Background: an optimization exercise with open tools, aiming at small area, a short achievable clock period and few clock cycles per item. Do not read the settings as production practice. Where RTL was checked, it was by simulation tests only, not by an equivalence proof against the original. Function not checked in runs 1 and 3 to 6: the RTL went through the layout flow alone. Power and IR drop assume default switching activity.

### design/flow/design.v
module cc_group_enc (
    input  wire        clk,
    input  wire        rst,
    input  wire        in_valid,
    output wire        in_ready,
    input  wire [15:0] in_res,
    input  wire        in_last,
    output wire        out_valid,
    input  wire        out_ready,
    output reg  [31:0] out_data,
    output reg  [5:0]  out_len,
    output reg         out_last
);
    localparam integer NR = 18;    
    localparam integer NT = NR+1;  
    localparam integer GQ = 3;     
    function automatic lt9(input [8:0] a, input [8:0] b);
        reg [8:0] g, e;
        reg [2:0] gl, el;
        integer t;
        begin
            g = ~a & b;
            e = ~(a ^ b);
            for (t = 0; t < 3; t = t + 1) begin
                gl[t] = g[3*t+2] | (e[3*t+2] & g[3*t+1]) | (e[3*t+2] & e[3*t+1] & g[3*t]);
                el[t] = e[3*t+2] & e[3*t+1] & e[3*t];
            end
            lt9 = gl[2] | (el[2] & gl[1]) | (el[2] & el[1] & gl[0]);
        end
    endfunction
    reg        rdy_q;
    reg        iv;
    reg [15:0] ires;
    reg        ilast;
    assign in_ready = rdy_q;
    always @(posedge clk) begin
        ires  <= in_res;
        ilast <= in_last;
        iv    <= in_valid & rdy_q & ~rst;
    end
    wire [15:0] u = ires[15] ? ~{ires[14:0], 1'b0} : {ires[14:0], 1'b0};
    reg [15:0] ring [0:NR-1];
    reg [4:0]  wr;
    reg [4:0]  rd;
    reg [4:0]  occ;            
    reg [8:0]  cost [0:14];
    reg [4:0]  gn;             
    reg        gfirst;         
    reg        fin;            
    wire [19:0] uext = {4'd0, u};
    reg  [5:0]  len_k [0:14];
    reg  [9:0]  csum;
    integer k;
    always @(*) begin
        for (k = 0; k < 15; k = k + 1) begin
            if ((uext >> (k + 4)) != 20'd0)
                len_k[k] = 6'd32;
            else
                len_k[k] = {2'd0, uext[k +: 4]} + k + 1;
        end
    end
    always @(posedge clk) begin
        if (rst) begin
            gfirst <= 1'b1;
            fin    <= 1'b0;
        end else begin
            fin <= iv & ilast;
            if (iv) gfirst <= ilast;
        end
        for (k = 0; k < 15; k = k + 1) begin
            csum = {1'b0, (gfirst ? 9'd0 : cost[k])} + (iv ? {4'd0, len_k[k]} : 10'd0);
            cost[k] <= csum[9] ? 9'd511 : csum[8:0];
        end
        gn <= (gfirst ? 5'd0 : gn) + {4'd0, iv};
        if (iv) ring[wr] <= u;
    end
    reg [8:0] cc [0:15];
    reg [1:0] w  [0:3];
    reg [8:0] wc [0:3];
    reg [1:0] fw;
    reg [3:0] kbest;
    reg [8:0] a0, a1, a2, a3;
    reg       l01, l02, l03, l12, l13, l23;
    integer gg;
    always @(*) begin
        for (gg = 0; gg < 15; gg = gg + 1) cc[gg] = cost[gg];
        cc[15] = {gn, 4'd0};
        for (gg = 0; gg < 4; gg = gg + 1) begin
            a0 = cc[4*gg]; a1 = cc[4*gg+1]; a2 = cc[4*gg+2]; a3 = cc[4*gg+3];
            l01 = ~lt9(a1, a0); l02 = ~lt9(a2, a0); l03 = ~lt9(a3, a0);
            l12 = ~lt9(a2, a1); l13 = ~lt9(a3, a1); l23 = ~lt9(a3, a2);
            if (l01 & l02 & l03)        w[gg] = 2'd0;
            else if (~l01 & l12 & l13)  w[gg] = 2'd1;
            else if (~l02 & ~l12 & l23) w[gg] = 2'd2;
            else                        w[gg] = 2'd3;
            wc[gg] = cc[4*gg + w[gg]];
        end
        a0 = wc[0]; a1 = wc[1]; a2 = wc[2]; a3 = wc[3];
        l01 = ~lt9(a1, a0); l02 = ~lt9(a2, a0); l03 = ~lt9(a3, a0);
        l12 = ~lt9(a2, a1); l13 = ~lt9(a3, a1); l23 = ~lt9(a3, a2);
        if (l01 & l02 & l03)        fw = 2'd0;
        else if (~l01 & l12 & l13)  fw = 2'd1;
        else if (~l02 & ~l12 & l23) fw = 2'd2;
        else                        fw = 2'd3;
        kbest = {fw, w[fw]};
    end
    reg [3:0] qk [0:GQ-1];
    reg [3:0] qn [0:GQ-1];
    reg [1:0] gq;              
    reg        pv;
    reg [15:0] pu;
    reg        ov;
    reg [3:0]  idx;            
    reg        first;          
    assign out_valid = ov;
    wire [3:0]  kh  = qk[0];
    wire [3:0]  nh  = qn[0];
    wire        k15 = (kh == 4'd15);
    wire [31:0] sr  = {pu, 16'd0} >> kh;            
    wire [15:0] hi  = sr[31:16];
    wire [15:0] lo  = sr[15:0];
    wire [3:0]  q   = hi[3:0];
    wire        esc = ~k15 & (|hi[15:4]);
    wire [47:0] rv  = {16'hFFFF, 1'b0, lo, 15'd0};
    wire [31:0] rc  = rv[47:0] >> q;                
    wire [4:0]  qk1 = {1'b0, q} + {1'b0, kh} + 5'd1;
    wire        honly = first & esc;
    reg  [31:0] beat;
    reg  [5:0]  blen;
    always @(*) begin
        if (honly) begin
            beat = {kh, 28'd0};
            blen = 6'd4;
        end else if (esc) begin
            beat = {16'hFFFF, pu};
            blen = 6'd32;
        end else if (k15) begin
            beat = first ? {4'hF, pu, 12'd0} : {pu, 16'd0};
            blen = first ? 6'd20 : 6'd16;
        end else begin
            beat = first ? {kh, rc[31:4]} : rc;
            blen = {1'b0, qk1} + (first ? 6'd4 : 6'd0);
        end
    end
    wire can    = pv & (gq != 2'd0);                
    wire send_a = can & ~honly;                     
    wire last_a = send_a & (idx == nh);             
    wire ne     = (occ != 5'd0);
    wire pl_a   = ne & (~pv | send_a);              
    wire pl_b   = ne & ~pv;                         
    wire adv   = ~ov | out_ready;
    wire emit  = adv & can;
    wire take  = adv & send_a;
    wire glast = adv & last_a;
    wire pload = adv ? pl_a : pl_b;
    always @(posedge clk) begin
        if (emit) begin
            out_data <= beat;
            out_len  <= blen;
            out_last <= last_a;
        end
        if (pload) pu <= ring[rd];
    end
    wire [4:0] wr1 = (wr == NR - 1) ? 5'd0 : wr + 5'd1;
    wire [4:0] rd1 = (rd == NR - 1) ? 5'd0 : rd + 5'd1;
    wire [5:0] tot  = {1'b0, occ} + {5'd0, pv} + {5'd0, iv} + {5'd0, rdy_q};
    wire       s_nf = (tot + 6'd1 <= NT);           
    wire       s_f  = (tot <= NT);                  
    wire [2:0] gc   = {1'b0, gq} + {2'd0, fin} + {2'd0, iv & ilast};
    wire       g_a  = (gc + 3'd1 <= GQ);
    wire       g_b  = (gc + 3'd2 <= GQ);
    wire       tl   = in_valid & rdy_q & in_last;
    wire       rdy_s = send_a ? s_f : s_nf;
    wire       rdy_n = (adv ? rdy_s : s_nf) & (tl ? g_b : g_a);
    wire [4:0] occ_i = occ + {4'd0, iv};
    wire [4:0] occ_a = pl_a ? occ_i - 5'd1 : occ_i;
    wire [4:0] occ_b = pl_b ? occ_i - 5'd1 : occ_i;
    wire [1:0] gq_i  = gq + {1'b0, fin};
    wire [1:0] gq_a  = last_a ? gq_i - 2'd1 : gq_i;
    wire [3:0] nnew = gn[3:0] - 4'd1;
    reg  [3:0] qk_s [0:GQ-1];
    reg  [3:0] qn_s [0:GQ-1];
    reg  [3:0] qk_p [0:GQ-1];
    reg  [3:0] qn_p [0:GQ-1];
    integer e;
    always @(*) begin
        for (e = 0; e < GQ; e = e + 1) begin
            if (fin && gq == e) begin qk_s[e] = kbest; qn_s[e] = nnew; end
            else                begin qk_s[e] = qk[e]; qn_s[e] = qn[e]; end
            if (fin && gq == e + 1)   begin qk_p[e] = kbest;   qn_p[e] = nnew; end
            else if (e + 1 < GQ)      begin qk_p[e] = qk[e+1]; qn_p[e] = qn[e+1]; end
            else                      begin qk_p[e] = qk[e];   qn_p[e] = qn[e]; end
        end
    end
    always @(posedge clk) begin
        if (rst) begin
            rdy_q <= 1'b0;
            wr    <= 5'd0;
            rd    <= 5'd0;
            occ   <= 5'd0;
            gq    <= 2'd0;
            pv    <= 1'b0;
            ov    <= 1'b0;
            idx   <= 4'd0;
            first <= 1'b1;
        end else begin
            rdy_q <= rdy_n;
            if (iv) wr <= wr1;
            if (pload) rd <= rd1;
            occ <= adv ? occ_a : occ_b;
            pv  <= adv ? (pl_a | (pv & ~send_a)) : (pl_b | pv);
            gq  <= adv ? gq_a : gq_i;
            if (adv) ov <= can;
            if (emit) begin
                if (honly) first <= 1'b0;
                if (take) begin
                    first <= last_a;
                    idx   <= last_a ? 4'd0 : idx + 4'd1;
                end
            end
        end
        for (e = 0; e < GQ; e = e + 1) begin
            qk[e] <= glast ? qk_p[e] : qk_s[e];
            qn[e] <= glast ? qn_p[e] : qn_s[e];
        end
    end
endmodule
### design/flow/run.sh
#!/bin/bash
# synth_recipe.tcl (not shown) runs the flow's synth.tcl, then flattens the netlist and writes it again
# the make line also repeats each setting of config.mk as NAME=value (left out here)
make -C /OpenROAD-flow-scripts/flow DESIGN_CONFIG=/design/flow/config.mk WORK_HOME=/design/flow/orfs CLKGATE_MAP_FILE= SYNTH_SCRIPT=/design/flow/synth_recipe.tcl finish
### design/flow/config.mk
export PLATFORM = sky130hd
export DESIGN_NAME = cc_group_enc
export DESIGN_NICKNAME = cc_group_enc
export VERILOG_FILES = /design/flow/design.v
export SDC_FILE = /design/flow/constraint.sdc
export NUM_CORES = 4
export LEC_CHECK = 0
export CAP_MARGIN = 20
export CORE_MARGIN = 2
export CORE_UTILIZATION = 40
export SLEW_MARGIN = 20
### design/flow/constraint.sdc
create_clock -name core_clock -period 32.0 [get_ports {clk}]
set_input_delay 6.4000 -clock core_clock [delete_from_list [all_inputs] [get_ports {clk}]]
set_output_delay 6.4000 -clock core_clock [all_outputs]
set_load 0.01 [all_outputs]
==> results.py, run 1 <==
metrics = {
    "status": {
        "status": "finished clean",
    },
    "clocking": {
        "post_cts_buffers": 0,
        "ctsHoldBuffers": 0,
        "clockBufferDepth": 3,
        "cts_buffers": 60,
        "clk_latency_ps": 660,
        "cts_sinks": 552,
        "clk_pin_slew_ps": 60,
        "cts_max_level": 2,
        "cts.repair.resized": 0,
        "clock-root-buffer": "clkbuf_16",
        "cts_tree": "done",
    },
    "worst_setup_path": {
        "required_ps": 32380,
        "setup.worst_path.start_class": "input port",
        "crit_chain": "clkdlybuf4s50_1, nand2b_1, nor2b_4, buf_4, o21ai_1, buf_4, nand2b_1, nand2b_1, mux2_2",
        "path_common_cell": "nand2b_1",
        "crit_arrival_ps": 9310,
        "path_buf_inv": 3,
        "cpLargestDelayFamily": "simple AND/OR/NAND/NOR gates",
        "critPathCaptureType": "flip-flop",
        "cpPeakStageDelay_ps": 540,
        "cpMaxStageDelayCell": "nand2b_1",
        "critical_path_class": "in -> reg",
        "worst-path-max-fanout": 41,
    },
    "detailed_routing": {
        "num_vias": 23776,
        "first_pass_iters": 6,
        "antenna_left": 0,
        "wl_um": 84710,
        "post-route-drc-count": 0,
        "drt_iter0_drc": 1614,
        "drt-wirelength-per-cell_um": 19.79,
        "via_per_inst": 5.554,
    },
    "sta": {
        "skew_ps": 52.28,
        "fin_crit_sh_pct": 27.90,
        "drv_slew": 0,
        "finalSetupViolations": 0,
        "grt_setup_unrepaired": "false",
        "fin_tns_setup_ps": 0,
        "hold_slack_ps": 483.1,
        "worst_pin_slew_ps": 1176,
        "fin_crit_ps": 8928,
        "relSlewSlack_pct": 21.57,
        "max_freq_mhz": 112.0,
        "final-hold-violation-count": 0,
    },
    "floorplanning": {
        "die_w_um": 293.7,
        "dieArea_um2": 86240,
        "io_pins": 62,
        "coreArea_um2": 83420,
        "die_h_um": 293.7,
        "rows": 106,
        "start_util_pct": 40.23,
    },
    "grt": {
        "overflow": 0,
        "grt_max_degree": 69,
        "track_usage_pct": 19.56,
        "grt_pass1_vias": 23354,
        "grt_pass1_wl_um": 132800,
        "antenna_found_initial": 1,
    },
    "power_and_ir_drop": {
        "p_switching_w": 0.0006852,
        "pwr-share-clk_pct": 32.2,
        "p_leak_nw": 15.09,
        "ir_drop_v": 0.00004487,
        "pwr-share-seq_pct": 39.9,
        "combPwrFrac_pct": 28.0,
        "internal_power_w": 0.001449,
        "power_density_nw_per_um2": 57.03,
        "swShare_pct": 32.10,
        "fin_total_pwr_w": 0.002134,
    },
    "finish": {
        "nFillCells": 7719,
        "final_common_cell": "ha_1",
        "seqCellArea_um2": 14660,
        "multiInputGateArea_um2": 17680,
        "diodes": 0,
        "drive_above_1_share_pct": 9.185,
        "nets": 3565,
        "area_delta_synth_final_pct": 11.50,
        "most-common-layout-cells": "ha_1 (367), edfxtp_1 (359), nor2_1 (229), inv_1 (222), a21oi_1 (221)",
        "design_area_um2": 37420,
    },
    "yosys": {
        "ys_seq_area_share_pct": 43.63,
        "synthFlopType": "edfxtp_1",
        "syn_inst": 3099,
        "synth.largest_area_cell": "edfxtp_1",
        "synth-seq-cells": 552,
        "synth.distinct_cells": 95,
        "yosysWarnings": 12,
        "avgSynthCellArea_um2": 10.83,
        "syn_area_um2": 33560,
        "synthArstFlopShare_pct": 0,
        "synth_edf_count": 359,
        "netlist.area_leader.share_pct": 32.12,
        "synth_nets": 3507,
        "netlist_top_cells_area": "edfxtp_1 (32%), ha_1 (14%), dfxtp_1 (12%)",
    },
    "place": {
        "placed_area_um2": 35500,
        "dp_hpwl_um": 59930,
        "gp_congestion": 0.8853,
        "port_buffers": 61,
    },
    "hold_path": {
        "hold_path_class": "reg -> reg",
    },
    "run": {
        "max-cap-violations": 0,
    },
}
-- final cells by class --
type | instances | share of cell area [%]
clock buffer | 79 | 4.336
clock inverter | 27 | 0.8057
inverter | 226 | 2.267
multi-input combinational | 2209 | 47.25
sequential | 552 | 39.16
tap | 1080 | 3.611
timing repair buffer | 108 | 2.574
-- synth_stat cells (7+ instances only) --
cell type	instances
buf_1	20
mux2i_1	53
xnor2_1	77
or3_1	9
o22ai_1	14
nor2_1	230
o21ai_1	7
ha_1	367
a222oi_1	10
a221o_1	13
o21ai_0	101
mux2_2	19
a311oi_1	8
fa_1	20
edfxtp_1	359
nand3_1	91
a21o_1	96
nand2b_1	41
nand4_1	24
or2_2	16
nor3_1	32
a31oi_1	34
a221oi_1	7
a21oi_1	221
xor2_1	33
clkbuf_1	73
inv_1	223
a211oi_1	33
nand2_1	210
o31ai_1	7
a22oi_1	15
dfxtp_1	193
and3_1	18
a21boi_0	7
a22o_1	21
o211ai_1	16
mux4_2	93
nor2b_1	93
and2_1	29
o21bai_1	23
nand4b_1	21
buf_2	13
-- worst paths after layout --
kind,start,endpoint,slack (ps),cells after the start
min,qk[1][3],qk[1][3],480,2
max,out_ready,qk[0][2],23070,9
min reg2reg,qk[1][3],qk[1][3],480,2
max reg2reg,cost[6][8],qk[2][1],25550,21
-- power groups by stage --
stage	Clock [W]	Sequential (W)	Combinational [W]
floorplan	0	0.000837	0.000449
global placement	0	0.000866	0.000590
detailed placement	0	0.000865	0.000593
CTS	0.000703	0.000850	0.000596
global route	0.000735	0.000853	0.000656
finish	0.000686	0.000851	0.000597
-- sequential cells by signal, indices dropped and copies added, names as in the netlist, 6 cells and up --
signal	flops
ring	288
cost	135
out_data	32
ires	16
pu	16
qk	12
qn	12
out_len	6
-- layer usage --
layer	GRT usage, %	part of all wire [%]	vias up
met5	0	0	-
met3	2.621	4.5	142
met1	25.66	44	11543
met4	5.525	2.6	0
li1	-	-	11572
met2	33.74	48	519
-- logic make-up (layout without fill, tap and decap cells) --
kind of cell             count (synthesis)  count (layout)  synth area share (%)
buffers and inverters                  338             440                 3.918
XOR/XNOR                               110             110                 2.870
AO/OA/AOI/OAI                          686             686                 13.33
flip-flops                             552             552                 43.63
AND/OR/NAND/NOR                        857             857                 12.77
adder cells (fa/ha/maj)                387             387                 14.87
multiplexers                           169             169                 8.611
-- worst register-to-register path, stage by stage (launching register included) --
cell and delay, ps:
dfxtp_1 420, inv_1 140, ha_1 310, and3_1 210, a21boi_0 130, a211oi_1 410
o211a_1 580, nor3_4 140, a221oi_1 680, inv_1 210, ha_1 340, nand3_1 90
nor2_1 60, a221oi_1 210, o21ai_0 200, a211oi_1 240, o221ai_1 170, a211oi_1 480
nor3_1 110, mux2_1 320, o31ai_1 580, a21oi_1 140
-- per-stage QoR --
step           utilization (%)  cells  setup WS [ps]
6_report                 44.86   4281          23070
5_1_grt                  44.86   4281          22820
4_1_cts                  44.86   4281          23070
3_5_place_dp             42.55   4175          22410
3_3_place_gp             42.55   4175          22460
2_1_floorplan                -   3099          21790
==> inputs of run 2 (changes only) <==
--- a/design/flow/design.v
+++ b/design/flow/design.v
@@ -42,5 +42,7 @@
     reg [15:0] ring [0:NR-1];
-    reg [4:0]  wr;
-    reg [4:0]  rd;
-    reg [4:0]  occ;            
+    reg [4:0]  wr;             
+    reg [4:0]  rd;             
+    reg [4:0]  wcnt;           
+    reg [4:0]  rcnt;           
+    wire [4:0] occ = wcnt - rcnt;    
     reg [8:0]  cost [0:14];
@@ -106,5 +108,7 @@
     end
-    reg [3:0] qk [0:GQ-1];
-    reg [3:0] qn [0:GQ-1];
-    reg [1:0] gq;              
+    reg [3:0] qk [0:3];
+    reg [3:0] qn [0:3];
+    reg [1:0] qh;              
+    reg [1:0] qt;              
+    wire [1:0] gq = qt - qh;   
     reg        pv;
@@ -115,4 +119,4 @@
     assign out_valid = ov;
-    wire [3:0]  kh  = qk[0];
-    wire [3:0]  nh  = qn[0];
+    wire [3:0]  kh  = qk[qh];
+    wire [3:0]  nh  = qn[qh];
     wire        k15 = (kh == 4'd15);
@@ -174,22 +178,2 @@
     wire       rdy_n = (adv ? rdy_s : s_nf) & (tl ? g_b : g_a);
-    wire [4:0] occ_i = occ + {4'd0, iv};
-    wire [4:0] occ_a = pl_a ? occ_i - 5'd1 : occ_i;
-    wire [4:0] occ_b = pl_b ? occ_i - 5'd1 : occ_i;
-    wire [1:0] gq_i  = gq + {1'b0, fin};
-    wire [1:0] gq_a  = last_a ? gq_i - 2'd1 : gq_i;
-    wire [3:0] nnew = gn[3:0] - 4'd1;
-    reg  [3:0] qk_s [0:GQ-1];
-    reg  [3:0] qn_s [0:GQ-1];
-    reg  [3:0] qk_p [0:GQ-1];
-    reg  [3:0] qn_p [0:GQ-1];
-    integer e;
-    always @(*) begin
-        for (e = 0; e < GQ; e = e + 1) begin
-            if (fin && gq == e) begin qk_s[e] = kbest; qn_s[e] = nnew; end
-            else                begin qk_s[e] = qk[e]; qn_s[e] = qn[e]; end
-            if (fin && gq == e + 1)   begin qk_p[e] = kbest;   qn_p[e] = nnew; end
-            else if (e + 1 < GQ)      begin qk_p[e] = qk[e+1]; qn_p[e] = qn[e+1]; end
-            else                      begin qk_p[e] = qk[e];   qn_p[e] = qn[e]; end
-        end
-    end
     always @(posedge clk) begin
@@ -199,4 +183,6 @@
             rd    <= 5'd0;
-            occ   <= 5'd0;
-            gq    <= 2'd0;
+            wcnt  <= 5'd0;
+            rcnt  <= 5'd0;
+            qh    <= 2'd0;
+            qt    <= 2'd0;
             pv    <= 1'b0;
@@ -207,19 +193,20 @@
             rdy_q <= rdy_n;
-            if (iv) wr <= wr1;
-            if (pload) rd <= rd1;
-            occ <= adv ? occ_a : occ_b;
-            pv  <= adv ? (pl_a | (pv & ~send_a)) : (pl_b | pv);
-            gq  <= adv ? gq_a : gq_i;
+            if (iv) begin
+                wr   <= wr1;
+                wcnt <= wcnt + 5'd1;
+            end
+            if (pload) begin
+                rd   <= rd1;
+                rcnt <= rcnt + 5'd1;
+            end
+            pv <= adv ? (pl_a | (pv & ~send_a)) : (pl_b | pv);
+            if (fin) qt <= qt + 2'd1;
+            if (glast) qh <= qh + 2'd1;
             if (adv) ov <= can;
-            if (emit) begin
-                if (honly) first <= 1'b0;
-                if (take) begin
-                    first <= last_a;
-                    idx   <= last_a ? 4'd0 : idx + 4'd1;
-                end
-            end
-        end
-        for (e = 0; e < GQ; e = e + 1) begin
-            qk[e] <= glast ? qk_p[e] : qk_s[e];
-            qn[e] <= glast ? qn_p[e] : qn_s[e];
+            if (emit) first <= ~honly & last_a;
+            if (take) idx <= last_a ? 4'd0 : idx + 4'd1;
+        end
+        if (fin) begin
+            qk[qt] <= kbest;
+            qn[qt] <= gn[3:0] - 4'd1;
         end
==> run 2 against run 1 <==
Against the previous run: still clean; setup slack better by 590 ps; total power rose by 11%; clock skew decreased by 14 ps; synthesized cell count up 2.9%; largest power group unchanged.
==> results.py, run 2 <==
metrics = {
    "power_and_ir_drop": {
        "power_density_nw_per_um2": 61.43,
        "swShare_pct": 33.52,
        "ir_drop_v": 0.00003538,
        "p_switching_w": 0.0007977,
        "combPwrFrac_pct": 29.7,
        "pwr-share-seq_pct": 37.8,
        "p_leak_nw": 15.42,
        "fin_total_pwr_w": 0.002380,
        "internal_power_w": 0.001582,
        "pwr-share-clk_pct": 32.5,
    },
    "worst_setup_path": {
        "crit_arrival_ps": 8850,
        "critical_path_class": "in -> reg",
        "critPathCaptureType": "flip-flop",
        "worst-path-max-fanout": 28,
        "required_ps": 32510,
        "setup.worst_path.start_class": "input port",
    },
    "yosys": {
        "yosysMostFrequentCell": "edfxtp_1",
        "synth.distinct_cells": 93,
        "avgSynthCellArea_um2": 10.83,
        "synthFlopType": "edfxtp_1",
        "yosysWarnings": 6,
        "syn_inst": 3190,
        "synth_nets": 3605,
        "synth_common_cells": "edfxtp_1 (375), ha_1 (373), inv_1 (253)",
        "netlist.area_leader.share_pct": 32.58,
        "synthArstFlopShare_pct": 0,
        "ys_seq_area_share_pct": 43.82,
        "syn_area_um2": 34560,
        "synth_edf_count": 375,
        "synth.largest_area_cell": "edfxtp_1",
        "netlist_top_cells_area": "edfxtp_1 (33%), ha_1 (14%), dfxtp_1 (11%)",
        "synth-seq-cells": 569,
    },
    "detailed_routing": {
        "drt_iter0_drc": 1631,
        "drt-wirelength-per-cell_um": 19.50,
        "antenna_left": 0,
        "first_pass_iters": 5,
        "wl_um": 86490,
        "via_per_inst": 5.501,
        "post-route-drc-count": 0,
        "num_vias": 24397,
    },
    "grt": {
        "antenna_found_initial": 0,
        "track_usage_pct": 19.51,
        "grt_pass1_vias": 24262,
        "overflow": 0,
        "grt_pass1_wl_um": 137500,
        "grt_max_degree": 60,
    },
    "finish": {
        "drive_above_1_share_pct": 9.055,
        "top_register": "ring",
        "area_delta_synth_final_pct": 12.08,
        "top_regs": "ring (288), cost (135), out_data (32)",
        "nets": 3652,
        "diodes": 0,
        "most-common-layout-cells": "edfxtp_1 (375), ha_1 (373), inv_1 (252), nor2_1 (245), nand2_1 (212)",
        "largest_reg_flops": 288,
        "final_common_cell": "edfxtp_1",
    },
    "sta": {
        "hold_slack_ps": 503.3,
        "final-hold-violation-count": 0,
        "fin_tns_setup_ps": 0,
        "fin_crit_sh_pct": 26.06,
        "max_freq_mhz": 119.9,
        "fin_crit_ps": 8340,
        "relSlewSlack_pct": 23.31,
        "drv_slew": 0,
        "skew_ps": 37.93,
        "grt_setup_unrepaired": "false",
        "worst_pin_slew_ps": 1150,
        "finalSetupViolations": 0,
    },
    "clocking": {
        "cts_tree": "done",
        "post_cts_buffers": 0,
        "clk_pin_slew_ps": 50,
        "clockBufferDepth": 3,
        "cts.repair.resized": 0,
        "cts_sinks": 569,
        "ctsHoldBuffers": 0,
        "cts_max_level": 3,
        "clk_latency_ps": 620,
        "cts_buffers": 67,
        "clock-root-buffer": "clkbuf_16",
    },
    "floorplanning": {
        "dieArea_um2": 88770,
        "io_pins": 62,
        "coreArea_um2": 85410,
        "rows": 107,
        "die_w_um": 297.9,
        "die_h_um": 297.9,
        "start_util_pct": 40.46,
    },
    "hold_path": {
        "hold_path_class": "reg -> reg",
    },
    "place": {
        "gp_congestion": 0.8856,
        "dp_hpwl_um": 61470,
        "port_buffers": 61,
    },
    "status": {
        "status": "finished clean",
    },
    "run": {
        "max-cap-violations": 0,
    },
}
-- run 2: cell count changes after synthesis, moves of 9 or more --
cell      change
a21o_1       -13
a21oi_1      -19
clkbuf_1     +11
edfxtp_1     +16
inv_1        +30
mux2i_1      +17
nor2_1       +16
nor2b_1      -10
o211ai_1     +12
o21a_1        +9
o21ai_0      +33
or2_2        -14
-- run 2: cell families after synthesis --
kind of cell | synth area share, %
AND/OR/NAND/NOR | 12.20
AO/OA/AOI/OAI | 13.38
flip-flops | 43.82
adder cells (fa/ha/maj) | 14.78
buffers and inverters | 4.312
multiplexers | 8.674
XOR/XNOR | 2.838
-- run 2: power by group through the flow --
stage               logic [W]  registers, W  clock network, W
floorplan            0.000542      0.000876                 0
global placement     0.000696      0.000913                 0
detailed placement   0.000702      0.000913                 0
CTS                  0.000706      0.000898          0.000790
global route         0.000781      0.000903          0.000820
finish               0.000707      0.000899          0.000774
-- run 2: layout make-up --
cell class	instances	area, um^2
Sequential cell	569	15160
Inverter	256	960.9
Fill cell	7995	46680
Timing Repair Buffer	98	883.3
Clock buffer	87	1812
Tap cell	1144	1431
Clock inverter	36	457.9
Multi-Input combinational cell	2245	18030
-- run 2: worst max-delay path, cell delays in order --
cell,delay (ps)
clkdlybuf4s50_1,450
nand2b_1,150
nand3_1,140
a21o_1,330
a21oi_4,790
a31oi_1,250
a311oi_2,310
-- run 2: final timing paths --
kind / slack, ps / depth (start not counted) / startpoint / endpoint
setup / recovery: 23660 / 7 / out_ready / rd[2]
hold / removal: 500 / 1 / cost[7][8] / cost[7][8]
setup reg to reg: 26200 / 20 / cost[5][8] / qk[0][1]
hold reg to reg: 500 / 1 / cost[7][8] / cost[7][8]
-- run 2: per-layer routing --
layer	up-vias	GRT usage, %	share of wire [%]
met5	-	0	0
met4	0	5.803	2.9
met3	144	2.625	4.9
met2	591	32.09	47
met1	11786	26.81	46
li1	11876	-	-
-- run 2: stage by stage --
step / instances / cell area [um^2] / setup WS [ps] / utilization (%)
5_1_grt: 4435 / 38740 / 23490 / 45.35
2_1_floorplan: 3190 / 34560 / 24200 / -
6_report: 4435 / 38740 / 23660 / 45.35
3_5_place_dp: 4312 / 36470 / 23060 / 42.69
3_3_place_gp: 4312 / 36470 / 23100 / 42.69
4_1_cts: 4435 / 38740 / 23630 / 45.35
Testbench counts of run 2, summed over its fixed seeds: cycles 48,346, items 3,200.
==> inputs of run 3 (changes only) <==
--- a/design/flow/design.v
+++ b/design/flow/design.v
@@ -13,4 +13,4 @@
 );
-    localparam integer NR = 18;    
-    localparam integer NT = NR+1;  
+    localparam integer NR = 17;    
+    localparam integer NT = NR+2;  
     localparam integer GQ = 3;     
@@ -48,2 +48,3 @@
     reg [8:0]  cost [0:14];
+    reg [8:0]  c15;            
     reg [4:0]  gn;             
@@ -52,4 +53,3 @@
     wire [19:0] uext = {4'd0, u};
-    reg  [5:0]  len_k [0:14];
-    reg  [9:0]  csum;
+    reg  [4:0]  len_k [0:14];
     integer k;
@@ -58,5 +58,5 @@
             if ((uext >> (k + 4)) != 20'd0)
-                len_k[k] = 6'd32;
+                len_k[k] = 5'd31;
             else
-                len_k[k] = {2'd0, uext[k +: 4]} + k + 1;
+                len_k[k] = {1'b0, uext[k +: 4]} + k;
         end
@@ -71,6 +71,5 @@
         end
-        for (k = 0; k < 15; k = k + 1) begin
-            csum = {1'b0, (gfirst ? 9'd0 : cost[k])} + (iv ? {4'd0, len_k[k]} : 10'd0);
-            cost[k] <= csum[9] ? 9'd511 : csum[8:0];
-        end
+        for (k = 0; k < 15; k = k + 1)
+            cost[k] <= (gfirst ? 9'd0 : cost[k]) + (iv ? {4'd0, len_k[k]} : 9'd0);
+        c15 <= (gfirst ? 9'd0 : c15) + (iv ? 9'd15 : 9'd0);
         gn <= (gfirst ? 5'd0 : gn) + {4'd0, iv};
@@ -79,5 +78,7 @@
     reg [8:0] cc [0:15];
-    reg [1:0] w  [0:3];
-    reg [8:0] wc [0:3];
-    reg [1:0] fw;
+    reg [8:0] v1 [0:7];
+    reg [3:0] k1 [0:7];
+    reg [1:0] w2 [0:1];
+    reg [8:0] c2 [0:1];
+    reg [3:0] k2 [0:1];
     reg [3:0] kbest;
@@ -88,21 +89,19 @@
         for (gg = 0; gg < 15; gg = gg + 1) cc[gg] = cost[gg];
-        cc[15] = {gn, 4'd0};
-        for (gg = 0; gg < 4; gg = gg + 1) begin
-            a0 = cc[4*gg]; a1 = cc[4*gg+1]; a2 = cc[4*gg+2]; a3 = cc[4*gg+3];
+        cc[15] = c15;
+        for (gg = 0; gg < 8; gg = gg + 1) begin
+            if (lt9(cc[2*gg+1], cc[2*gg])) begin v1[gg] = cc[2*gg+1]; k1[gg] = 2*gg+1; end
+            else                           begin v1[gg] = cc[2*gg];   k1[gg] = 2*gg;   end
+        end
+        for (gg = 0; gg < 2; gg = gg + 1) begin
+            a0 = v1[4*gg]; a1 = v1[4*gg+1]; a2 = v1[4*gg+2]; a3 = v1[4*gg+3];
             l01 = ~lt9(a1, a0); l02 = ~lt9(a2, a0); l03 = ~lt9(a3, a0);
             l12 = ~lt9(a2, a1); l13 = ~lt9(a3, a1); l23 = ~lt9(a3, a2);
-            if (l01 & l02 & l03)        w[gg] = 2'd0;
-            else if (~l01 & l12 & l13)  w[gg] = 2'd1;
-            else if (~l02 & ~l12 & l23) w[gg] = 2'd2;
-            else                        w[gg] = 2'd3;
-            wc[gg] = cc[4*gg + w[gg]];
-        end
-        a0 = wc[0]; a1 = wc[1]; a2 = wc[2]; a3 = wc[3];
-        l01 = ~lt9(a1, a0); l02 = ~lt9(a2, a0); l03 = ~lt9(a3, a0);
-        l12 = ~lt9(a2, a1); l13 = ~lt9(a3, a1); l23 = ~lt9(a3, a2);
-        if (l01 & l02 & l03)        fw = 2'd0;
-        else if (~l01 & l12 & l13)  fw = 2'd1;
-        else if (~l02 & ~l12 & l23) fw = 2'd2;
-        else                        fw = 2'd3;
-        kbest = {fw, w[fw]};
+            if (l01 & l02 & l03)        w2[gg] = 2'd0;
+            else if (~l01 & l12 & l13)  w2[gg] = 2'd1;
+            else if (~l02 & ~l12 & l23) w2[gg] = 2'd2;
+            else                        w2[gg] = 2'd3;
+            c2[gg] = v1[4*gg + w2[gg]];
+            k2[gg] = k1[4*gg + w2[gg]];
+        end
+        kbest = lt9(c2[1], c2[0]) ? k2[1] : k2[0];
     end
@@ -113,4 +112,6 @@
     wire [1:0] gq = qt - qh;   
-    reg        pv;
-    reg [15:0] pu;
+    reg [1:0]  pc;             
+    reg [15:0] pu;             
+    reg [15:0] pb;             
+    wire       pv = (pc != 2'd0);
     reg        ov;
@@ -151,5 +152,4 @@
     wire last_a = send_a & (idx == nh);             
-    wire ne     = (occ != 5'd0);
-    wire pl_a   = ne & (~pv | send_a);              
-    wire pl_b   = ne & ~pv;                         
+    wire ld     = (occ != 5'd0) & (pc != 2'd2);
+    wire [15:0] rdat = ring[rd];
     wire adv   = ~ov | out_ready;
@@ -158,3 +158,2 @@
     wire glast = adv & last_a;
-    wire pload = adv ? pl_a : pl_b;
     always @(posedge clk) begin
@@ -165,3 +164,6 @@
         end
-        if (pload) pu <= ring[rd];
+        if (take | (pc == 2'd0))
+            pu <= (pc == 2'd2) ? pb : rdat;
+        if (~take & (pc == 2'd1))
+            pb <= rdat;
     end
@@ -169,3 +171,3 @@
     wire [4:0] rd1 = (rd == NR - 1) ? 5'd0 : rd + 5'd1;
-    wire [5:0] tot  = {1'b0, occ} + {5'd0, pv} + {5'd0, iv} + {5'd0, rdy_q};
+    wire [5:0] tot  = {1'b0, occ} + {4'd0, pc} + {5'd0, iv} + {5'd0, rdy_q};
     wire       s_nf = (tot + 6'd1 <= NT);           
@@ -187,3 +189,3 @@
             qt    <= 2'd0;
-            pv    <= 1'b0;
+            pc    <= 2'd0;
             ov    <= 1'b0;
@@ -197,3 +199,3 @@
             end
-            if (pload) begin
+            if (ld) begin
                 rd   <= rd1;
@@ -201,3 +203,3 @@
             end
-            pv <= adv ? (pl_a | (pv & ~send_a)) : (pl_b | pv);
+            pc <= pc + {1'b0, ld} - {1'b0, take};
             if (fin) qt <= qt + 2'd1;
==> run 3 against run 2 <==
Against the previous run: largest power group is now combinational cells; cell area decreased by 2.7%; total power increased by 14%; hold slack gained 15 ps; combinational power is about 40% higher; final cell count down 6.3%; flip-flop and latch count up 14; still clean.
==> results.py, run 3 <==
metrics = {
    "sta": {
        "final-hold-violation-count": 0,
        "relSlewSlack_pct": 26.07,
        "grt_setup_unrepaired": "false",
        "drv_slew": 0,
        "skew_ps": 37.87,
        "finalSetupViolations": 0,
        "fin_crit_sh_pct": 25.85,
        "worst_pin_slew_ps": 1108,
        "fin_crit_ps": 8271,
        "max_freq_mhz": 120.9,
        "fin_tns_setup_ps": 0,
        "hold_slack_ps": 518.2,
    },
    "grt": {
        "overflow": 0,
        "antenna_found_initial": 1,
        "grt_max_degree": 73,
        "grt_pass1_vias": 22363,
        "track_usage_pct": 18.72,
        "grt_pass1_wl_um": 126900,
    },
    "yosys": {
        "synth.distinct_cells": 84,
        "syn_inst": 2984,
        "synth-seq-cells": 583,
        "synth.largest_area_cell": "edfxtp_1",
        "synth_simple_gate_area_share_pct": 9.721,
        "synth_mux_area_share_pct": 11.59,
        "synth-adder-area-share_pct": 12.70,
        "synth_nets": 3332,
        "synth_compound_area_share_pct": 11.29,
        "synth_common_cells": "edfxtp_1 (375), ha_1 (305), nor2_1 (236)",
        "netlist_top_cells_area": "edfxtp_1 (34%), dfxtp_1 (12%), ha_1 (11%)",
        "synthArstFlopShare_pct": 0,
        "synthFlopType": "edfxtp_1",
        "synth_top_family_by_area": "adder cells",
        "synth_edf_count": 375,
        "synth-xor-area-share_pct": 4.641,
        "avgSynthCellArea_um2": 11.26,
        "yosysMostFrequentCell": "edfxtp_1",
        "syn_area_um2": 33590,
        "yosysWarnings": 9,
        "netlist.area_leader.share_pct": 33.52,
        "ys_seq_area_share_pct": 45.92,
    },
    "clocking": {
        "clk_pin_slew_ps": 60,
        "clockBufferDepth": 3,
        "clock-root-buffer": "clkbuf_16",
        "ctsHoldBuffers": 0,
        "cts_buffers": 66,
        "cts_max_level": 3,
        "post_cts_buffers": 0,
        "cts_tree": "done",
        "clk_latency_ps": 630,
        "cts.repair.resized": 0,
        "cts_sinks": 583,
    },
    "power_and_ir_drop": {
        "combPwrFrac_pct": 36.7,
        "p_switching_w": 0.0009614,
        "swShare_pct": 35.56,
        "pwr-share-seq_pct": 35.6,
        "pwr-share-clk_pct": 27.7,
        "p_leak_nw": 15.02,
        "ir_drop_v": 0.00004150,
        "power_density_nw_per_um2": 71.70,
        "internal_power_w": 0.001742,
    },
    "worst_setup_path": {
        "setup.worst_path.start_class": "flip-flop",
        "worstRegToRegCells": 23,
        "crit_chain": "clkdlybuf4s50_1",
        "critical_path_class": "reg -> out",
        "cpMaxStageDelayCell": "clkdlybuf4s50_1",
        "cpPeakStageDelay_ps": 660,
        "path_buf_inv": 1,
        "worst-path-max-fanout": 4,
        "critPathCaptureType": "output pin",
        "cpLargestDelayFamily": "buffers and inverters",
        "cp_num_cells": 1,
        "required_ps": 25600,
        "crit_arrival_ps": 1870,
    },
    "place": {
        "port_buffers": 61,
        "gp_congestion": 0.9063,
        "dp_hpwl_um": 56240,
    },
    "finish": {
        "most-common-layout-cells": "edfxtp_1 (375), ha_1 (305), inv_1 (232), nor2_1 (220), dfxtp_1 (202)",
        "top_regs": "ring (272), cost (135), out_data (32)",
        "top_register": "ring",
        "diodes": 0,
        "area_delta_synth_final_pct": 12.25,
        "final_common_cell": "edfxtp_1",
        "drive_above_1_share_pct": 11.50,
        "nFillCells": 7707,
        "largest_reg_flops": 272,
        "nets": 3382,
    },
    "detailed_routing": {
        "num_vias": 22661,
        "drt_iter0_drc": 1639,
        "drt-wirelength-per-cell_um": 19.34,
        "via_per_inst": 5.451,
        "first_pass_iters": 7,
        "antenna_left": 0,
        "wl_um": 80390,
        "post-route-drc-count": 0,
    },
    "floorplanning": {
        "rows": 106,
        "die_w_um": 293.8,
        "dieArea_um2": 86320,
        "io_pins": 62,
        "die_h_um": 293.8,
        "start_util_pct": 40.27,
        "coreArea_um2": 83420,
    },
    "run": {
        "max-cap-violations": 0,
    },
    "hold_path": {
        "min_path_cells": 2,
        "hold_path_class": "reg -> reg",
    },
    "status": {
        "status": "finished clean",
    },
}
==> run 3: layout make-up <==
| cell class | instances | area (um^2) | area share [%] |
|---|---|---|---|
| tap | 1080 | 1351 | 3.584 |
| sequential | 583 | 15440 | 40.94 |
| timing repair buffer | 103 | 929.6 | 2.465 |
| multi-input combinational | 2043 | 16950 | 44.96 |
| inverter | 237 | 889.6 | 2.359 |
| clock inverter | 21 | 290.3 | 0.7698 |
| clock buffer | 90 | 1856 | 4.921 |
==> run 3: power groups by stage <==
stage / registers (W) / clock network [W] / logic, W
after detailed placement: 0.000976 / 0 / 0.000983
after global routing: 0.000968 / 0.000796 / 0.00109
after global placement: 0.000977 / 0 / 0.000975
final: 0.000962 / 0.000749 / 0.000992
after CTS: 0.000961 / 0.000769 / 0.000988
after floorplan: 0.000931 / 0 / 0.000756
==> run 3: through the flow <==
| step | area [um^2] | util [%] | instances | power, W | worst slack (ps) |
|---|---|---|---|---|---|
| finish | 37710 | 45.20 | 4157 | 0.002703 | 23730 |
| global route | 37710 | 45.20 | 4157 | 0.002854 | 23640 |
| CTS | 37670 | 45.15 | 4156 | 0.002717 | 23650 |
| detailed placement | 35520 | 42.58 | 4045 | 0.001959 | 23440 |
| global placement | 35510 | 42.57 | 4044 | 0.001952 | 23440 |
| floorplan | 33590 | - | 2984 | 0.001688 | 23400 |
==> run 3: cells by family (layout without fill, tap and decap cells) <==
group                    Yosys count  count (layout)
adder cells (fa/ha/maj)          328             328
AO/OA/AOI/OAI                    587             587
flip-flops                       583             583
AND/OR/NAND/NOR                  681             681
XOR/XNOR                         178             178
buffers and inverters            358             451
multiplexers                     269             269
==> run 3: worst paths after layout <==
path / startpoint / endpoint / slack, ps
setup / recovery: rdy_q / in_ready / 23730
hold / removal: idx[1] / idx[1] / 520
setup reg to reg: cost[13][7] / qk[3][1] / 24400
hold reg to reg: idx[1] / idx[1] / 520
==> run 3: layer usage <==
metal | share of wire (%) | track usage [%] | vias up | wire length (um)
met4 | 2.6 | 5.475 | 0 | 2051
met1 | 46 | 25.81 | 10948 | 36960
li1 | - | - | 10991 | -
met2 | 46 | 30.42 | 586 | 37030
met5 | 0 | 0 | - | 0
met3 | 5.4 | 2.953 | 136 | 4350
==> inputs of run 4 (changes only) <==
==> design/flow/flow/run.sh (new file) <==
#!/bin/bash
# Standard layout, with port buffers sized for speed and setup repair
# aimed at a tighter slack margin. Each tool's output goes to its own log.
set -e
export BUFFER_PORTS_ARGS="-buffer_cell sky130_fd_sc_hd__buf_4"
export SETUP_SLACK_MARGIN=24
bash standard.sh synth > synth.log 2>&1
bash standard.sh floorplan place cts route finish > layout.log 2>&1
==> design/flow/standard.sh (new file) <==
#!/bin/bash
# synth_recipe.tcl (not shown) runs the flow's synth.tcl, then flattens the netlist and writes it again
# the make line also repeats each setting of config.mk as NAME=value (left out here)
make -C /OpenROAD-flow-scripts/flow DESIGN_CONFIG=/design/flow/config.mk WORK_HOME=/design/flow/orfs CLKGATE_MAP_FILE= SYNTH_SCRIPT=/design/flow/synth_recipe.tcl "${@:-finish}"
removed: design/flow/run.sh
==> run 4 against run 3 <==
Against the previous run: first-iteration DRC count decreased by 3.1%; cell area decreased by 0.40%; clock power decreased by 3.9%; clock skew decreased by 0.83 ps; still clean on timing, DRC and antenna; non-clock buffer count increased by 9; via count decreased by 0.17%.
==> results.py, run 4 <==
metrics = {
    "place": {
        "gp_congestion": 0.9079,
        "post-place-cells": 4053,
        "dp_hpwl_um": 56210,
        "placed_area_um2": 35450,
        "port_buffers": 61,
    },
    "power_and_ir_drop": {
        "pwr-share-seq_pct": 35.6,
        "pwr-share-clk_pct": 26.7,
        "internal_power_w": 0.001736,
        "power_density_nw_per_um2": 71.74,
        "combPwrFrac_pct": 37.6,
        "p_switching_w": 0.0009584,
        "swShare_pct": 35.57,
        "p_leak_nw": 15.10,
        "ir_drop_v": 0.00005437,
    },
    "floorplanning": {
        "die_w_um": 293.8,
        "die_h_um": 293.8,
        "rows": 106,
        "coreArea_um2": 83420,
        "io_pins": 62,
        "dieArea_um2": 86320,
        "start_util_pct": 40.27,
    },
    "finish": {
        "largest_reg_flops": 272,
        "top_register": "ring",
        "final_common_cell": "edfxtp_1",
        "area_delta_synth_final_pct": 11.80,
        "nets": 3386,
        "final_cells": 4168,
        "top_regs": "ring (272), cost (135), out_data (32)",
        "drive_above_1_share_pct": 13.96,
        "nFillCells": 7663,
        "most-common-layout-cells": "edfxtp_1 (375), ha_1 (305), inv_1 (232), nor2_1 (219), dfxtp_1 (202)",
        "design_area_um2": 37550,
        "diodes": 0,
    },
    "sta": {
        "fin_crit_ps": 7755,
        "drv_slew": 0,
        "finalSetupViolations": 0,
        "grt_setup_unrepaired": "false",
        "relSlewSlack_pct": 28.02,
        "skew_ps": 37.03,
        "max_freq_mhz": 129.0,
        "hold_slack_ps": 511.0,
        "fin_tns_setup_ps": 0,
        "final-hold-violation-count": 0,
        "worst_pin_slew_ps": 1079,
        "fin_crit_sh_pct": 24.23,
    },
    "clocking": {
        "cts_max_level": 2,
        "clk_latency_ps": 650,
        "cts_buffers": 61,
        "cts_tree": "done",
        "clock-root-buffer": "clkbuf_16",
        "clockBufferDepth": 3,
        "clk_pin_slew_ps": 60,
        "ctsHoldBuffers": 0,
        "cts_sinks": 583,
    },
    "yosys": {
        "synth-xor-area-share_pct": 4.641,
        "synth_nets": 3332,
        "syn_area_um2": 33590,
        "synth_mux_area_share_pct": 11.59,
        "synth_common_cells": "edfxtp_1 (375), ha_1 (305), nor2_1 (236)",
        "synth-seq-cells": 583,
        "yosysMostFrequentCell": "edfxtp_1",
        "netlist.area_leader.share_pct": 33.52,
        "avgSynthCellArea_um2": 11.26,
        "synthArstFlopShare_pct": 0,
        "synth_compound_area_share_pct": 11.29,
        "netlist_top_cells_area": "edfxtp_1 (34%), dfxtp_1 (12%), ha_1 (11%)",
        "syn_inst": 2984,
        "synth.distinct_cells": 84,
        "synth-adder-area-share_pct": 12.70,
        "ys_seq_area_share_pct": 45.92,
        "synth.largest_area_cell": "edfxtp_1",
        "synth_simple_gate_area_share_pct": 9.721,
        "yosysWarnings": 9,
        "synth_edf_count": 375,
        "synth_top_family_by_area": "adder cells",
        "synthFlopType": "edfxtp_1",
    },
    "worst_setup_path": {
        "crit_chain": "buf_4",
        "crit_arrival_ps": 1350,
        "required_ps": 25600,
        "critPathCaptureType": "output pin",
        "setup.worst_path.start_class": "flip-flop",
        "cpPeakStageDelay_ps": 510,
        "cpLargestDelayFamily": "flip-flops",
        "path_buf_inv": 1,
        "cpMaxStageDelayCell": "dfxtp_1",
        "worst-path-max-fanout": 4,
        "critical_path_class": "reg -> out",
    },
    "detailed_routing": {
        "first_pass_iters": 6,
        "wl_um": 80720,
        "post-route-drc-count": 0,
        "antenna_left": 0,
        "via_per_inst": 5.428,
        "drt-wirelength-per-cell_um": 19.37,
        "num_vias": 22623,
        "drt_iter0_drc": 1588,
    },
    "grt": {
        "grt_pass1_vias": 22301,
        "antenna_found_initial": 0,
        "overflow": 0,
        "grt_max_degree": 65,
        "track_usage_pct": 18.68,
        "grt_pass1_wl_um": 127400,
    },
    "hold_path": {
        "hold_path_class": "reg -> reg",
    },
    "run": {
        "max-cap-violations": 0,
    },
    "status": {
        "status": "finished clean",
    },
}
-- run 4: worst min-delay path, stage by stage, from the launching register on --
cell     delay (ps)
dfxtp_1         350
nand2_1          70
a21oi_1          50
-- run 4: kinds of logic after synthesis --
kind of cell | Yosys count
XOR/XNOR | 178
AO/OA/AOI/OAI | 587
buffers and inverters | 358
adder cells (fa/ha/maj) | 328
AND/OR/NAND/NOR | 681
flip-flops | 583
multiplexers | 269
-- run 4: metrics by stage --
stage / total power, W / util (%) / worst slack [ps]
after floorplan: 0.001688 / - / 24120
after global placement: 0.001951 / 42.46 / 23650
after detailed placement: 0.001960 / 42.49 / 23630
after CTS: 0.002688 / 44.96 / 24180
after global routing: 0.002842 / 45.02 / 24120
final: 0.002694 / 45.02 / 24250
-- run 4: final cells by class --
cell class | count | area (um^2) | share of cell area (%)
Clock buffer | 83 | 1714 | 4.564
Clock inverter | 30 | 346.6 | 0.9229
Inverter | 237 | 889.6 | 2.369
Multi-Input combinational cell | 2043 | 16960 | 45.17
Sequential cell | 583 | 15440 | 41.11
Tap cell | 1080 | 1351 | 3.598
Timing Repair Buffer | 112 | 852.1 | 2.269
-- run 4: timing repair --
action                                 in CTS  in global routing
setup buffers                               0                  2
setup endpoints to repair                   0                 12
gates resized for setup                     0                  3
endpoints found under the hold margin       0                  0
-- run 4: power by group through the flow --
stage | Sequential [W] | Clock [W] | Combinational (W)
2_1_floorplan | 0.000931 | 0 | 0.000757
3_3_place_gp | 0.000974 | 0 | 0.000977
3_5_place_dp | 0.000975 | 0 | 0.000986
4_1_cts | 0.000959 | 0.000739 | 0.000989
5_1_grt | 0.000967 | 0.000767 | 0.00111
6_report | 0.000960 | 0.000720 | 0.00101
-- run 4: layer usage --
metal	global-route usage, %	vias to the layer above	part of all wire, %
met5	0	-	0
met4	5.152	0	2.5
met3	2.122	123	4.4
met2	30.69	530	47
met1	26.10	10970	47
li1	-	11000	-
-- run 4: final timing paths --
kind,startpoint,cells after the start,slack (ps),endpoint
worst max register to register,cost[3][5],24,24610,qk[1][1]
worst min-delay path,idx[1],2,510,idx[1]
worst max-delay path,rdy_q,1,24250,in_ready
worst min register to register,idx[1],2,510,idx[1]
==> inputs of run 5 (changes only) <==
--- a/design/flow/design.v
+++ b/design/flow/design.v
@@ -16,5 +16,5 @@
     localparam integer GQ = 3;     
-    function automatic lt9(input [8:0] a, input [8:0] b);
-        reg [8:0] g, e;
-        reg [2:0] gl, el;
+    function automatic lt8(input [7:0] a, input [7:0] b);
+        reg [7:0] g, e;
+        reg [3:0] gl, el;
         integer t;
@@ -23,7 +23,36 @@
             e = ~(a ^ b);
-            for (t = 0; t < 3; t = t + 1) begin
-                gl[t] = g[3*t+2] | (e[3*t+2] & g[3*t+1]) | (e[3*t+2] & e[3*t+1] & g[3*t]);
-                el[t] = e[3*t+2] & e[3*t+1] & e[3*t];
-            end
-            lt9 = gl[2] | (el[2] & gl[1]) | (el[2] & el[1] & gl[0]);
+            for (t = 0; t < 4; t = t + 1) begin
+                gl[t] = g[2*t+1] | (e[2*t+1] & g[2*t]);
+                el[t] = e[2*t+1] & e[2*t];
+            end
+            lt8 = gl[3] | (el[3] & gl[2]) | (el[3] & el[2] & gl[1]) | (el[3] & el[2] & el[1] & gl[0]);
+        end
+    endfunction
+    function automatic [7:0] add8s(input [7:0] a, input [4:0] b);
+        reg c;
+        integer t;
+        begin
+            c = 1'b0;
+            for (t = 0; t < 8; t = t + 1) begin
+                if (t < 5) begin
+                    add8s[t] = a[t] ^ b[t] ^ c;
+                    c = (a[t] & b[t]) | (c & (a[t] ^ b[t]));
+                end else begin
+                    add8s[t] = a[t] ^ c;
+                    c = a[t] & c;
+                end
+            end
+            add8s = add8s | {8{c}};
+        end
+    endfunction
+    function automatic [4:0] addk(input [3:0] q, input [3:0] c);
+        reg cy;
+        integer t;
+        begin
+            cy = 1'b0;
+            for (t = 0; t < 4; t = t + 1) begin
+                addk[t] = q[t] ^ c[t] ^ cy;
+                cy = (q[t] & c[t]) | (cy & (q[t] ^ c[t]));
+            end
+            addk[4] = cy;
         end
@@ -47,4 +76,4 @@
     wire [4:0] occ = wcnt - rcnt;    
-    reg [8:0]  cost [0:14];
-    reg [8:0]  c15;            
+    reg [7:0]  cost [0:14];
+    reg [7:0]  c15;            
     reg [4:0]  gn;             
@@ -57,6 +86,3 @@
         for (k = 0; k < 15; k = k + 1) begin
-            if ((uext >> (k + 4)) != 20'd0)
-                len_k[k] = 5'd31;
-            else
-                len_k[k] = {1'b0, uext[k +: 4]} + k;
+            len_k[k] = addk(uext[k +: 4], k) | {5{(uext >> (k + 4)) != 20'd0}};
         end
@@ -72,4 +98,4 @@
         for (k = 0; k < 15; k = k + 1)
-            cost[k] <= (gfirst ? 9'd0 : cost[k]) + (iv ? {4'd0, len_k[k]} : 9'd0);
-        c15 <= (gfirst ? 9'd0 : c15) + (iv ? 9'd15 : 9'd0);
+            cost[k] <= add8s(gfirst ? 8'd0 : cost[k], iv ? len_k[k] : 5'd0);
+        c15 <= add8s(gfirst ? 8'd0 : c15, iv ? 5'd15 : 5'd0);
         gn <= (gfirst ? 5'd0 : gn) + {4'd0, iv};
@@ -77,10 +103,10 @@
     end
-    reg [8:0] cc [0:15];
-    reg [8:0] v1 [0:7];
+    reg [7:0] cc [0:15];
+    reg [7:0] v1 [0:7];
     reg [3:0] k1 [0:7];
     reg [1:0] w2 [0:1];
-    reg [8:0] c2 [0:1];
+    reg [7:0] c2 [0:1];
     reg [3:0] k2 [0:1];
     reg [3:0] kbest;
-    reg [8:0] a0, a1, a2, a3;
+    reg [7:0] a0, a1, a2, a3;
     reg       l01, l02, l03, l12, l13, l23;
@@ -91,3 +117,3 @@
         for (gg = 0; gg < 8; gg = gg + 1) begin
-            if (lt9(cc[2*gg+1], cc[2*gg])) begin v1[gg] = cc[2*gg+1]; k1[gg] = 2*gg+1; end
+            if (lt8(cc[2*gg+1], cc[2*gg])) begin v1[gg] = cc[2*gg+1]; k1[gg] = 2*gg+1; end
             else                           begin v1[gg] = cc[2*gg];   k1[gg] = 2*gg;   end
@@ -96,4 +122,4 @@
             a0 = v1[4*gg]; a1 = v1[4*gg+1]; a2 = v1[4*gg+2]; a3 = v1[4*gg+3];
-            l01 = ~lt9(a1, a0); l02 = ~lt9(a2, a0); l03 = ~lt9(a3, a0);
-            l12 = ~lt9(a2, a1); l13 = ~lt9(a3, a1); l23 = ~lt9(a3, a2);
+            l01 = ~lt8(a1, a0); l02 = ~lt8(a2, a0); l03 = ~lt8(a3, a0);
+            l12 = ~lt8(a2, a1); l13 = ~lt8(a3, a1); l23 = ~lt8(a3, a2);
             if (l01 & l02 & l03)        w2[gg] = 2'd0;
@@ -105,3 +131,3 @@
         end
-        kbest = lt9(c2[1], c2[0]) ? k2[1] : k2[0];
+        kbest = lt8(c2[1], c2[0]) ? k2[1] : k2[0];
     end
==> design/flow/run.sh (new file) <==
#!/bin/bash
# synth_recipe.tcl (not shown) runs the flow's synth.tcl, then flattens the netlist and writes it again
# the make line also repeats each setting of config.mk as NAME=value (left out here)
make -C /OpenROAD-flow-scripts/flow DESIGN_CONFIG=/design/flow/config.mk WORK_HOME=/design/flow/orfs CLKGATE_MAP_FILE= SYNTH_SCRIPT=/design/flow/synth_recipe.tcl finish
removed: design/flow/flow/run.sh
removed: design/flow/standard.sh
==> run 5 against run 4 <==
Against the previous run: largest power group is now registers; non-clock buffer count shrank 17; sequential share of layout area grew 1.0 points; combinational power shrank 6%; die area shrank 4.7%; critical path type is now in -> reg; synthesized cell count shrank 6.6%; critical endpoint is now pc[1]; area after synthesis shrank 4.8%; hold slack lost 17 ps; critical path depth grew 12; cell area shrank 4.5%.
==> results.py, run 5 <==
metrics = {
    "status": {
        "status": "finished clean",
    },
    "yosys": {
        "syn_area_um2": 31980,
        "synthFlopType": "edfxtp_1",
        "yosysWarnings": 9,
        "avgSynthCellArea_um2": 11.48,
        "synth.distinct_cells": 91,
        "ys_seq_area_share_pct": 47.23,
        "synth-seq-cells": 567,
        "synth_nets": 3142,
        "yosysMostFrequentCell": "edfxtp_1",
        "synthArstFlopShare_pct": 0,
        "synth_edf_count": 375,
        "netlist_top_cells_area": "edfxtp_1 (35%), dfxtp_1 (12%), ha_1 (10%)",
        "synth_common_cells": "edfxtp_1 (375), ha_1 (266), inv_1 (227)",
        "synth.largest_area_cell": "edfxtp_1",
        "netlist.area_leader.share_pct": 35.21,
        "syn_inst": 2786,
    },
    "finish": {
        "final_common_cell": "edfxtp_1",
        "most-common-layout-cells": "edfxtp_1 (375), ha_1 (266), inv_1 (226), nor2_1 (220), nand2_1 (219)",
        "area_delta_synth_final_pct": 12.13,
        "top_register": "ring",
        "nFillCells": 7241,
        "seqCellArea_um2": 15110,
        "finalCoreUtilization_pct": 45.32,
        "multiInputGateArea_um2": 15640,
        "diodes": 0,
        "drive_above_1_share_pct": 10.83,
        "nets": 3195,
        "largest_reg_flops": 272,
        "top_regs": "ring (272), cost (120), out_data (32)",
    },
    "grt": {
        "grt_pass1_wl_um": 127500,
        "overflow": 0,
        "track_usage_pct": 19.85,
        "antenna_found_initial": 2,
        "grt_pass1_vias": 22324,
        "grt_max_degree": 66,
    },
    "sta": {
        "max_freq_mhz": 121.6,
        "skew_ps": 29.79,
        "fin_crit_ps": 8222,
        "worst_pin_slew_ps": 1149,
        "drv_slew": 0,
        "relSlewSlack_pct": 23.41,
        "fin_crit_sh_pct": 25.69,
        "fin_tns_setup_ps": 0,
        "grt_setup_unrepaired": "false",
        "finalSetupViolations": 0,
        "final-hold-violation-count": 0,
    },
    "clocking": {
        "post_cts_buffers": 0,
        "clockBufferDepth": 3,
        "ctsHoldBuffers": 0,
        "cts.repair.resized": 0,
        "clk_pin_slew_ps": 60,
        "cts_tree": "done",
        "cts_max_level": 2,
        "cts_sinks": 567,
        "clock-root-buffer": "clkbuf_16",
        "clk_latency_ps": 660,
        "cts_buffers": 60,
    },
    "power_and_ir_drop": {
        "p_leak_nw": 14.39,
        "fin_total_pwr_w": 0.002613,
        "ir_drop_v": 0.00004904,
        "power_density_nw_per_um2": 72.86,
    },
    "floorplanning": {
        "start_util_pct": 40.42,
        "io_pins": 62,
        "dieArea_um2": 82230,
        "coreArea_um2": 79130,
        "die_h_um": 286.8,
        "rows": 103,
        "die_w_um": 286.8,
    },
    "hold_path": {
        "worstHoldStart": "cost[5][7]",
        "hold_path_class": "reg -> reg",
    },
    "worst_setup_path": {
        "critical_path_class": "in -> reg",
        "required_ps": 32530,
        "r2r_setup_slack_ps": 24390,
        "worstReg2RegStart": "c15[5]",
        "critPathCaptureType": "flip-flop",
        "startpoint": "out_ready",
        "worst-path-max-fanout": 40,
        "setup.worst_path.start_class": "input port",
        "crit_arrival_ps": 8760,
    },
    "detailed_routing": {
        "post-route-drc-count": 0,
        "drt_iter0_drc": 1493,
        "via_per_inst": 5.521,
        "num_vias": 21758,
        "first_pass_iters": 7,
        "antenna_left": 0,
        "drt-wirelength-per-cell_um": 20.63,
        "wl_um": 81290,
    },
    "place": {
        "port_buffers": 61,
        "gp_congestion": 0.9193,
        "dp_hpwl_um": 56010,
    },
    "run": {
        "max-cap-violations": 0,
    },
}
run 5: path summary, 6_finish.rpt:
check / endpoint / depth (start not counted)
min: cost[5][7] / 1
max reg2reg: qk[1][0] / 26
max: pc[1] / 13
min reg2reg: cost[5][7] / 1
run 5: final cells by class:
type	instances	area share, %
Clock inverter	44	1.347
Tap cell	1050	3.664
Inverter	233	2.439
Clock buffer	70	4.347
Timing Repair Buffer	95	2.439
Multi-Input combinational cell	1882	43.62
Sequential cell	567	42.14
run 5: metrics by stage:
stage	worst slack (ps)	hold WS [ps]	area [um^2]	std cells
after global placement	22990	467.3	33760	3824
after detailed placement	22940	480.3	33760	3824
final	23780	494.4	35860	3941
after CTS	23620	495.3	35800	3938
after global routing	23580	506.6	35860	3941
after floorplan	22880	452.8	31980	2786
run 5: routing by layer:
metal	vias to the layer above	track usage [%]	share of wire [%]
met5	-	0	0
met4	0	6.029	2.8
met3	137	2.385	4.6
met2	576	34.75	50
met1	10867	25.70	43
li1	10178	-	-
run 5: logic make-up (layout without fill, tap and decap cells):
logic type / after synthesis / in the layout / synth area share [%]
AO/OA/AOI/OAI: 488 / 488 / 10.13
XOR/XNOR: 52 / 52 / 1.424
adder cells (fa/ha/maj): 335 / 335 / 14.73
buffers and inverters: 337 / 442 / 4.147
flip-flops: 567 / 567 / 47.23
multiplexers: 214 / 214 / 10.38
AND/OR/NAND/NOR: 793 / 793 / 11.97
run 5: worst max-delay path: stages:
cell and delay (ps):
clkdlybuf4s50_1 440, nand2b_1 120, nand2b_1 70, inv_1 50, buf_4 410, nand2_2 190
inv_2 220, ha_1 260, inv_1 60, ha_1 150, xor2_1 190, xnor2_1 140
nor2_1 50
run 5: power by group:
part	total [W]	internal, W	switching (W)
registers	0.000948	0.000872	0.0000767
logic	0.000948	0.000386	0.000561
clock network	0.000717	0.000410	0.000307
total	0.00261	0.00167	0.000945
==> inputs of run 6 (changes only) <==
==> design/flow/flow/run.sh (new file) <==
#!/bin/bash
# Standard layout, with port buffers sized for speed and setup repair
# aimed at a tighter slack margin. Each tool's output goes to its own log.
set -e
export BUFFER_PORTS_ARGS="-buffer_cell sky130_fd_sc_hd__buf_4"
export SETUP_SLACK_MARGIN=25
bash standard.sh synth > synth.log 2>&1
bash standard.sh floorplan place cts route finish > layout.log 2>&1
==> design/flow/standard.sh (new file) <==
#!/bin/bash
# synth_recipe.tcl (not shown) runs the flow's synth.tcl, then flattens the netlist and writes it again
# the make line also repeats each setting of config.mk as NAME=value (left out here)
make -C /OpenROAD-flow-scripts/flow DESIGN_CONFIG=/design/flow/config.mk WORK_HOME=/design/flow/orfs CLKGATE_MAP_FILE= SYNTH_SCRIPT=/design/flow/synth_recipe.tcl "${@:-finish}"
removed: design/flow/run.sh
==> run 6 against run 5 <==
Against the previous run: still clean on timing, DRC and antenna; cell area up 1.8%; via count up 1.5%; clock power up 1%; total power up 3.7%; setup slack better by 590 ps; combinational power up 9%; critical path depth down 12.
==> results.py, run 6 <==
metrics = {
    "grt": {
        "overflow": 0,
        "grt_pass1_vias": 22780,
        "grt_max_degree": 65,
        "antenna_found_initial": 0,
        "grt_pass1_wl_um": 130900,
        "track_usage_pct": 20.37,
    },
    "clocking": {
        "cts_tree": "done",
        "cts_buffers": 61,
        "ctsHoldBuffers": 0,
        "cts_sinks": 567,
        "clk_latency_ps": 670,
        "cts_max_level": 2,
        "clk_pin_slew_ps": 60,
        "clockBufferDepth": 3,
        "clock-root-buffer": "clkbuf_16",
    },
    "worst_setup_path": {
        "required_ps": 25600,
        "path_buf_inv": 1,
        "worstReg2RegStart": "cost[1][7]",
        "setup.worst_path.start_class": "flip-flop",
        "r2r_setup_slack_ps": 25320,
        "crit_chain": "buf_6",
        "cpMaxStageDelayCell": "edfxtp_1",
        "worst-path-max-fanout": 1,
        "worstRegToRegCells": 24,
        "critical_path_class": "reg -> out",
        "critPathCaptureType": "output pin",
        "crit_arrival_ps": 1230,
        "r2r-end": "qk[2][2]",
        "cpPeakStageDelay_ps": 420,
        "cpLargestDelayFamily": "flip-flops",
    },
    "finish": {
        "top_regs": "ring (272), cost (120), out_data (32)",
        "drive_above_1_share_pct": 15.25,
        "top_register": "ring",
        "area_delta_synth_final_pct": 14.10,
        "final_common_cell": "edfxtp_1",
        "final_cells": 3974,
        "most-common-layout-cells": "edfxtp_1 (375), ha_1 (264), inv_1 (224), nor2_1 (219), nand2_1 (218)",
        "diodes": 0,
        "nets": 3230,
        "largest_reg_flops": 272,
        "design_area_um2": 36490,
    },
    "sta": {
        "fin_crit_ps": 7630,
        "grt_setup_unrepaired": "true",
        "relSlewSlack_pct": 26.43,
        "worst_pin_slew_ps": 1104,
        "max_freq_mhz": 131.1,
        "hold_slack_ps": 479.2,
        "final-hold-violation-count": 0,
        "fin_tns_setup_ps": 0,
        "skew_ps": 49.72,
        "drv_slew": 0,
        "finalSetupViolations": 0,
        "fin_crit_sh_pct": 23.84,
    },
    "detailed_routing": {
        "via_per_inst": 5.559,
        "drt_iter0_drc": 1652,
        "drt-wirelength-per-cell_um": 20.95,
        "antenna_left": 0,
        "first_pass_iters": 7,
        "wl_um": 83250,
        "num_vias": 22090,
        "post-route-drc-count": 0,
    },
    "place": {
        "port_buffers": 61,
        "gp_congestion": 0.9010,
        "post-place-cells": 3825,
        "dp_hpwl_um": 56640,
        "placed_area_um2": 33680,
    },
    "power_and_ir_drop": {
        "p_leak_nw": 14.69,
        "ir_drop_v": 0.00005808,
        "power_density_nw_per_um2": 74.28,
    },
    "floorplanning": {
        "die_h_um": 286.8,
        "coreArea_um2": 79130,
        "die_w_um": 286.8,
        "dieArea_um2": 82230,
        "rows": 103,
        "start_util_pct": 40.42,
        "io_pins": 62,
    },
    "yosys": {
        "synthArstFlopShare_pct": 0,
        "synth_nets": 3142,
        "syn_inst": 2786,
        "synth_compound_area_share_pct": 10.13,
        "synth_simple_gate_area_share_pct": 11.97,
        "synth.largest_area_cell": "edfxtp_1",
        "netlist.area_leader.share_pct": 35.21,
        "synthFlopType": "edfxtp_1",
        "avgSynthCellArea_um2": 11.48,
        "synth.distinct_cells": 91,
        "syn_area_um2": 31980,
        "synth-adder-area-share_pct": 14.73,
        "ys_seq_area_share_pct": 47.23,
        "synth-xor-area-share_pct": 1.424,
        "netlist_top_cells_area": "edfxtp_1 (35%), dfxtp_1 (12%), ha_1 (10%)",
        "synth_mux_area_share_pct": 10.38,
        "synth_common_cells": "edfxtp_1 (375), ha_1 (266), inv_1 (227)",
        "synth-seq-cells": 567,
        "synth_edf_count": 375,
        "synth_top_family_by_area": "adder cells",
        "yosysMostFrequentCell": "edfxtp_1",
        "yosysWarnings": 9,
    },
    "run": {
        "max-cap-violations": 0,
    },
    "status": {
        "status": "finished clean",
    },
    "hold_path": {
        "min_path_cells": 1,
        "holdPathEnd": "cost[3][7]",
        "hold_path_class": "reg -> reg",
        "worstHoldStart": "cost[3][7]",
    },
}
## run 6: cell counts after synthesis
No cell type changed its count.
## run 6: area by class of cell
class	count	area [um^2]
fill	7273	42640
multi-input combinational	1882	15950
sequential	567	15120
clock buffer	74	1575
tap	1050	1314
timing repair buffer	126	1132
inverter	233	885.9
clock inverter	39	496.7
timing repair inverter	3	22.52
## run 6: kinds of logic (layout without fill, tap and decap cells)
| kind of cell | count (synthesis) | count (layout) |
|---|---|---|
| AND/OR/NAND/NOR | 793 | 793 |
| flip-flops | 567 | 567 |
| AO/OA/AOI/OAI | 488 | 488 |
| buffers and inverters | 337 | 475 |
| adder cells (fa/ha/maj) | 335 | 335 |
| multiplexers | 214 | 214 |
| XOR/XNOR | 52 | 52 |
## run 6: worst max-delay path by stage
stage | from | endpoint | cells after the start
5_1_grt | out_data[4] | out_data[4] | 1
4_1_cts | out_data[4] | out_data[4] | 1
2_1_floorplan | out_ready | pb[0] | 6
3_3_place_gp | out_ready | pb[0] | 7
3_5_place_dp | out_ready | pb[2] | 7
6_report | out_data[4] | out_data[4] | 1
## run 6: timing repair
action / in CTS / in global routing
setup buffers: 15 / 17
setup endpoints to repair: 140 / 129
pin swaps: 5 / 9
cloned: 3 / 1
gates resized for setup: 46 / 69
## run 6: report_power, final
| part | switching (W) | total [W] | leakage, nW | internal (W) |
|---|---|---|---|---|
| registers | 0.0000806 | 0.000952 | 4.95 | 0.000872 |
| logic | 0.000590 | 0.00103 | 8.74 | 0.000441 |
| clock network | 0.000302 | 0.000727 | 0.999 | 0.000426 |
| total | 0.000972 | 0.00271 | 14.7 | 0.00174 |
## run 6: metrics by stage
step | util (%) | power [W] | setup WS (ps)
3_5_place_dp | 42.57 | 0.001907 | 22910
4_1_cts | 45.58 | 0.002679 | 24330
3_3_place_gp | 42.57 | 0.001885 | 23100
5_1_grt | 46.12 | 0.002859 | 24340
6_report | 46.12 | 0.002711 | 24370
2_1_floorplan | - | 0.001626 | 23600
## run 6: routing by layer
metal  vias to the layer above  routed length (um)  global-route usage [%]
met5                         -                   0                       0
met1                     11036               35520                   26.31
li1                      10264                   -                       -
met2                       645               41260                   35.71
met4                         0                2291                   6.419
met3                       145                4175                   2.369
